This design comes from an exercise in tuning for small area on the open sky130 flow, not from production work.
In this exercise RTL edits were held to simulation tests only and were not proved equivalent to the original.

==> design/flow/design.v <==
module lane_cur (
    input                    clk,
    input                    rst,
    input                    start,
    input                    run,
    input                    three,
    input                    svm,
    input                    inv_a,
    input                    inv_b,
    input             [11:0] code_a,
    input             [11:0] code_b,
    input             [11:0] offs_a,
    input             [11:0] offs_b,
    input  signed     [17:0] iref_a,
    input  signed     [17:0] iref_b,
    input             [15:0] kpc,
    input             [15:0] kic,
    input             [14:0] vlim,
    input             [16:0] period,
    input             [11:0] minon,
    input             [11:0] minoff,
    output reg               done,
    output reg signed [15:0] v_a,
    output reg signed [15:0] v_b,
    output reg signed [15:0] v_c,
    output reg        [16:0] w_a,
    output reg        [16:0] w_b,
    output reg        [16:0] w_c
);
    wire signed [13:0] i_a_raw = $signed({2'b00, code_a}) - $signed({2'b00, offs_a});
    wire signed [13:0] i_b_raw = $signed({2'b00, code_b}) - $signed({2'b00, offs_b});
    wire signed [13:0] i_a     = inv_a ? -i_a_raw : i_a_raw;
    wire signed [13:0] i_b     = inv_b ? -i_b_raw : i_b_raw;
    reg                e_valid;
    reg  signed [18:0] e_a;
    reg  signed [18:0] e_b;
    always @(posedge clk) begin
        if (rst) begin
            e_valid <= 1'b0;
        end else begin
            e_valid <= start;
            if (start) begin
                e_a <= iref_a - i_a;
                e_b <= iref_b - i_b;
            end
        end
    end
    wire signed [35:0] kic_s = $signed({20'd0, kic});
    wire signed [35:0] kpc_s = $signed({20'd0, kpc});
    reg                m_valid;
    reg  signed [35:0] pi_a;     
    reg  signed [35:0] pi_b;     
    reg  signed [35:0] pp_a;     
    reg  signed [35:0] pp_b;     
    always @(posedge clk) begin
        if (rst) begin
            m_valid <= 1'b0;
        end else begin
            m_valid <= e_valid;
            if (e_valid) begin
                pi_a <= kic_s * e_a;
                pi_b <= kic_s * e_b;
                pp_a <= kpc_s * e_a;
                pp_b <= kpc_s * e_b;
            end
        end
    end
    reg  signed [23:0] ii_a;
    reg  signed [23:0] ii_b;
    wire signed [23:0] ilim = $signed({1'b0, vlim, 8'd0});
    wire signed [15:0] vlm  = $signed({1'b0, vlim});
    wire signed [35:0] isum_a = ii_a + pi_a;
    wire signed [35:0] isum_b = ii_b + pi_b;
    wire signed [23:0] ii_a_new = (isum_a > ilim) ? ilim :
                                  (isum_a < -ilim) ? -ilim : isum_a[23:0];
    wire signed [23:0] ii_b_new = (isum_b > ilim) ? ilim :
                                  (isum_b < -ilim) ? -ilim : isum_b[23:0];
    wire signed [35:0] vsum_a = (pp_a + ii_a_new) >>> 8;
    wire signed [35:0] vsum_b = (pp_b + ii_b_new) >>> 8;
    wire signed [15:0] vpi_a = (vsum_a > vlm) ? vlm :
                               (vsum_a < -vlm) ? -vlm : vsum_a[15:0];
    wire signed [15:0] vpi_b = (vsum_b > vlm) ? vlm :
                               (vsum_b < -vlm) ? -vlm : vsum_b[15:0];
    reg                s1_valid;
    reg  signed [15:0] s1_va;
    reg  signed [15:0] s1_vb;
    always @(posedge clk) begin
        if (rst) begin
            ii_a     <= 24'sd0;
            ii_b     <= 24'sd0;
            s1_valid <= 1'b0;
        end else begin
            s1_valid <= m_valid;
            if (m_valid) begin
                if (run) begin
                    ii_a  <= ii_a_new;
                    ii_b  <= ii_b_new;
                    s1_va <= vpi_a;
                    s1_vb <= vpi_b;
                end else begin
                    ii_a  <= 24'sd0;
                    ii_b  <= 24'sd0;
                    s1_va <= 16'sd0;
                    s1_vb <= 16'sd0;
                end
            end
        end
    end
    wire signed [17:0] x_a = s1_va;
    wire signed [17:0] x_b = s1_vb;
    wire signed [17:0] x_c = -(x_a + x_b);
    wire signed [17:0] mx_ab = (x_a > x_b) ? x_a : x_b;
    wire signed [17:0] mn_ab = (x_a < x_b) ? x_a : x_b;
    wire signed [17:0] mx    = (x_c > mx_ab) ? x_c : mx_ab;
    wire signed [17:0] mn    = (x_c < mn_ab) ? x_c : mn_ab;
    wire signed [17:0] cm    = (mx + mn) >>> 1;
    wire signed [17:0] y_a = svm ? x_a - cm : x_a;
    wire signed [17:0] y_b = svm ? x_b - cm : x_b;
    wire signed [17:0] y_c = svm ? x_c - cm : x_c;
    function automatic signed [15:0] clamp15(input signed [17:0] x);
        if (x > 18'sd32767)
            clamp15 = 16'sd32767;
        else if (x < -18'sd32767)
            clamp15 = -16'sd32767;
        else
            clamp15 = x[15:0];
    endfunction
    reg                s2_valid;
    reg  signed [15:0] s2_va;
    reg  signed [15:0] s2_vb;
    reg  signed [15:0] s2_vc;
    always @(posedge clk) begin
        if (rst) begin
            s2_valid <= 1'b0;
        end else begin
            s2_valid <= s1_valid;
            if (s1_valid) begin
                if (three && run) begin
                    s2_va <= clamp15(y_a);
                    s2_vb <= clamp15(y_b);
                    s2_vc <= clamp15(y_c);
                end else begin
                    s2_va <= s1_va;
                    s2_vb <= s1_vb;
                    s2_vc <= 16'sd0;
                end
            end
        end
    end
    function automatic [16:0] magnitude(input signed [15:0] v);
        if (three)
            magnitude = 17'd32768 + {v[15], v};
        else
            magnitude = v[15] ? -{v[15], v} : {1'b0, v};
    endfunction
    reg                p_valid;
    reg  signed [15:0] p_va;
    reg  signed [15:0] p_vb;
    reg  signed [15:0] p_vc;
    reg         [33:0] wp_a;
    reg         [33:0] wp_b;
    reg         [33:0] wp_c;
    always @(posedge clk) begin
        if (rst) begin
            p_valid <= 1'b0;
        end else begin
            p_valid <= s2_valid;
            if (s2_valid) begin
                p_va <= s2_va;
                p_vb <= s2_vb;
                p_vc <= s2_vc;
                wp_a <= magnitude(s2_va) * period;
                wp_b <= magnitude(s2_vb) * period;
                wp_c <= magnitude(s2_vc) * period;
            end
        end
    end
    wire [16:0] wmax = period - {5'd0, minoff};
    function automatic [16:0] limit(input [33:0] prod);
        reg [16:0] w;
        begin
            w = three ? prod[32:16] : prod[31:15];
            if (w < {5'd0, minon})
                w = 17'd0;
            if (w > wmax)
                w = wmax;
            limit = w;
        end
    endfunction
    always @(posedge clk) begin
        if (rst) begin
            done <= 1'b0;
        end else begin
            done <= p_valid;
            if (p_valid) begin
                v_a <= p_va;
                v_b <= p_vb;
                v_c <= p_vc;
                w_a <= limit(wp_a);
                w_b <= limit(wp_b);
                w_c <= limit(wp_c);
            end
        end
    end
endmodule
==> design/flow/run.sh <==
#!/bin/bash
# synth_recipe.tcl (not shown) runs the flow's synth.tcl, then flattens the netlist and writes it again
# the make line also repeats each setting of config.mk as NAME=value (left out here)
make -C /OpenROAD-flow-scripts/flow DESIGN_CONFIG=/design/flow/config.mk WORK_HOME=/design/flow/orfs CLKGATE_MAP_FILE= SYNTH_SCRIPT=/design/flow/synth_recipe.tcl finish
==> design/flow/config.mk <==
export PLATFORM = sky130hd
export DESIGN_NAME = lane_cur
export DESIGN_NICKNAME = lane_cur
export VERILOG_FILES = /design/flow/design.v
export SDC_FILE = /design/flow/constraint.sdc
export NUM_CORES = 4
export LEC_CHECK = 0
export CAP_MARGIN = 20
export CORE_MARGIN = 2
export CORE_UTILIZATION = 40
export SLEW_MARGIN = 20
==> design/flow/constraint.sdc <==
create_clock -name core_clock -period 12.0 [get_ports {clk}]
set_input_delay 2.4000 -clock core_clock [delete_from_list [all_inputs] [get_ports {clk}]]
set_output_delay 2.4000 -clock core_clock [all_outputs]
set_load 0.01 [all_outputs]
==> impl_metrics.py <==
metrics = {
    "run_status": {
        "status": "finished clean",
    },
    "global_routing": {
        "largest_net_degree_at_the_start_of_global_routing": 145,
        "grt_pass1_vias": 89574,
        "leftover_overflow_at_the_end_of_global_routing": 0,
        "globalRouteTotalUtil": 0.239,
        "grt_pass1_wl_um": 537000,
        "antenna_found_initial": 23,
    },
    "routing": {
        "final_antenna_net_count": 0,
        "dr_total_vias": 87531,
        "drc": 0,
        "detail_route.iter0.violations": 5967,
        "detail_route.vias_per_cell": 5.21,
        "postRouteWirelength_um": 346000,
        "post_drt_wl_per_cell_um": 20.6,
        "detail_route.first_pass.iterations": 5,
    },
    "clocking": {
        "clk_lat_worst_skew_ps": 700,
        "clock_sinks": 517,
        "tritoncts_buffers": 67,
        "cts.hold.buffers_added": 0,
        "cts_tree": "built",
        "cts-root-buf": "clkbuf_16",
        "cts-htree-levels": 3,
        "worst_setup_hold_path_clk_slew_ps": 60,
        "clock_tree_buffer_depth": 3,
    },
    "placement": {
        "globalplace.congestion": 0.976,
        "numPortBuffers": 279,
        "cell_area_placed_um2": 124000,
        "place_ws_ps": -342,
        "number_of_cells_after_detailed_placement": 16670,
        "post-dp-hpwl_um": 279000,
    },
    "logic_synthesis": {
        "async_reset_ff_frac": 0,
        "synth_area_leader_cell": "fa_1",
        "ys_dominant_reg_cell": "edfxtp_1",
        "synth-edff-count": 463,
        "sequential_share_of_the_synthesized_area": 0.131,
        "synth_warnings": 1,
        "number_of_register_bits_inferred_by_synthesis": 517,
        "post_synth_instance_area_um2": 114000,
        "post_synth_num_cell_types": 102,
        "syn_inst": 12632,
        "syn_avg_cell_area_um2": 9.06,
        "synth_top_cells_by_area": "fa_1, ha_1, edfxtp_1",
        "synth_top_area_share": 0.333,
    },
    "timing": {
        "final_hold_viol_count": 0,
        "post_route_worst_setup_slack_ps": 620,
        "setup_viol": 0,
        "tightest_slew_ps": 1210,
        "finalCritPeriodShare": 0.948,
        "post-route-min-period_ps": 11380,
        "clock.fmax_ghz": 0.0879,
        "fin_tns_setup_ps": 0,
        "worst_hold_margin_ps": 393,
        "clock-skew-final_ps": 36.6,
        "drv_slew": 0,
        "slew_headroom": 0.193,
    },
    "min_path": {
        "timing.hold.worst.class": "register to register",
        "min_delay_path_depth": 0,
    },
    "finish": {
        "layout.filler_cells": 28016,
        "layout_commonest_cell": "inv_1",
        "final_layout_size_suffix_gt1_frac": 0.0587,
        "layout.core_utilization": 0.443,
        "synthToLayoutAreaGrowth_pct": 10.3,
        "nets": 16360,
        "layout.cell_area.non_filler_um2": 126000,
        "layout.cells.most_common_list": "inv_1, fa_1, nand2_1",
        "finalNonFillerCells": 16812,
    },
    "setup_path": {
        "crit_path_end_kind": "register",
        "crit_required_ps": 12430,
        "cell_depth_of_the_worst_flop_to_flop_path": 48,
        "critPathKind": "primary input to register",
        "timing.critical_path.slowest_cell_delay_ps": 500,
        "critical-path-slowest-cell": "clkdlybuf4s50_1",
        "critical_path.startpoint_type": "primary input",
        "critical_path.max_fanout": 21,
        "cp.arrival_ps": 11810,
        "critical-path-top-cell-by-count": "a21o_1",
    },
    "floorplan": {
        "number_of_rows_created_at_floorplan": 196,
        "core_area_um2": 285000,
        "number_of_top_level_pins": 280,
        "die_width_um": 539,
        "effective_utilization_at_floorplan": 0.402,
        "die_height_um": 539,
        "die-area_um2": 290000,
    },
    "flow_run": {
        "maxCapViolCount": 0,
    },
}
-- Yosys cell counts (40+ instances only) --
master,n
dfxtp_1,54
o21bai_1,53
a21boi_0,48
ha_1,1292
xnor2_1,308
clkbuf_1,473
nor2_1,460
nand2b_1,94
nand3_1,107
nor4_1,48
edfxtp_1,463
o21ai_0,337
mux2i_1,140
o31ai_1,43
mux2_2,55
and3_1,40
o21a_1,88
fa_1,1903
nor3_1,108
nor2b_1,162
a21o_1,169
inv_1,2488
or3_1,46
nand4_1,68
nand2_1,1610
a21oi_1,476
xor2_1,148
and2_1,860
-- metal layers --
layer / wire length (um) / global-route usage
met1: 148000 / 0.317
met5: 138 / 0
met2: 161000 / 0.394
met3: 21900 / 0.0352
met4: 14900 / 0.0900
-- cell families (layout without fill, tap and decap cells) --
family                   count (synthesis)  in the layout  synth area share
AND/OR/NAND/NOR                       3695           3695             0.156
adder cells (fa/ha/maj)               3199           3199             0.474
buffers and inverters                 2992           3351            0.0983
AO/OA/AOI/OAI                         1576           1578            0.0879
flip-flops                             517            517             0.131
XOR/XNOR                               456            456            0.0349
multiplexers                           195            195            0.0177
other                                    2             59         0.0000656
-- registers in the layout, indices dropped and copies added, names as in the netlist, 17 cells and up --
signal	count
ii_a	24
w_c	17
ii_b	24
wp_a	18
pp_a	36
w_b	17
e_b	19
wp_c	18
e_a	19
wp_b	18
w_a	17
pi_a	36
pi_b	36
pp_b	36
-- final timing paths --
kind / start / endpoint / slack, ps
setup / recovery: vlim[1] / s1_va[2]$_SDFFCE_PN0P_ / 620
hold / removal: p_vc[7]$_DFFE_PP_ / v_c[7]$_DFFE_PP_ / 390
setup reg to reg: s1_va[2]$_SDFFCE_PN0P_ / s2_vb[2]$_DFFE_PP_ / 650
hold reg to reg: p_vc[7]$_DFFE_PP_ / v_c[7]$_DFFE_PP_ / 390
-- critical path, delay by kind of cell --
family | cells | cell delay [ps]
xor+xnor | 2 | 350
compound gates | 19 | 3870
mux | 2 | 530
buf+inv | 8 | 1740
simple gates | 13 | 1870
fa+ha+maj | 3 | 990
-- what timing repair did --
action                     4_1_cts  5_1_grt
setup endpoints to repair        0       78
resized for setup                0       49
setup buffers                    0        6
hold endpoints to repair         0        0
-- cell type report --
class,instances,area [um^2],share of cell area
multi-input combinational,9171,88800,0.703
sequential,517,15000,0.119
inverter,2495,9370,0.0742
timing repair buffer,733,6150,0.0487
tap,3762,4710,0.0373
clock buffer,82,1790,0.0142
clock inverter,41,439,0.00348
antenna,11,27.5,0.000218

-- re-timing with driven ports --
The results above use ideal ports. As a check the final layout listed here was re-extracted and re-timed, cells and wires unchanged.
Step 1 (the two cells are an assumption about what drives the block):
set clk [get_ports {clk}]
set_driving_cell -lib_cell sky130_fd_sc_hd__clkbuf_16 $clk
set_driving_cell -lib_cell sky130_fd_sc_hd__buf_2 [delete_from_list [all_inputs] $clk]
Step 2, shift: input delay + t, output delay - t, t = (earliest + latest rising clock arrival at the registers) / 2. This alone moves slack from input paths to output paths.
Slacks: ideal / step 1 / step 2; pairs: ideal / step 1.
shift t [ns]: 0.778
setup slack, ns: 0.620 / 0.651 / -0.087
worst setup path after step 2: input to register
latest minus earliest clock arrival (ns): 0.039 / 0.039
worst data-port slew with drivers (ns): 0.24
With both steps, setup timing fails in this run, where it was met with ideal ports. For this run, drivers alone change the setup slack by +0.031 ns; drivers and shift together by -0.707 ns.
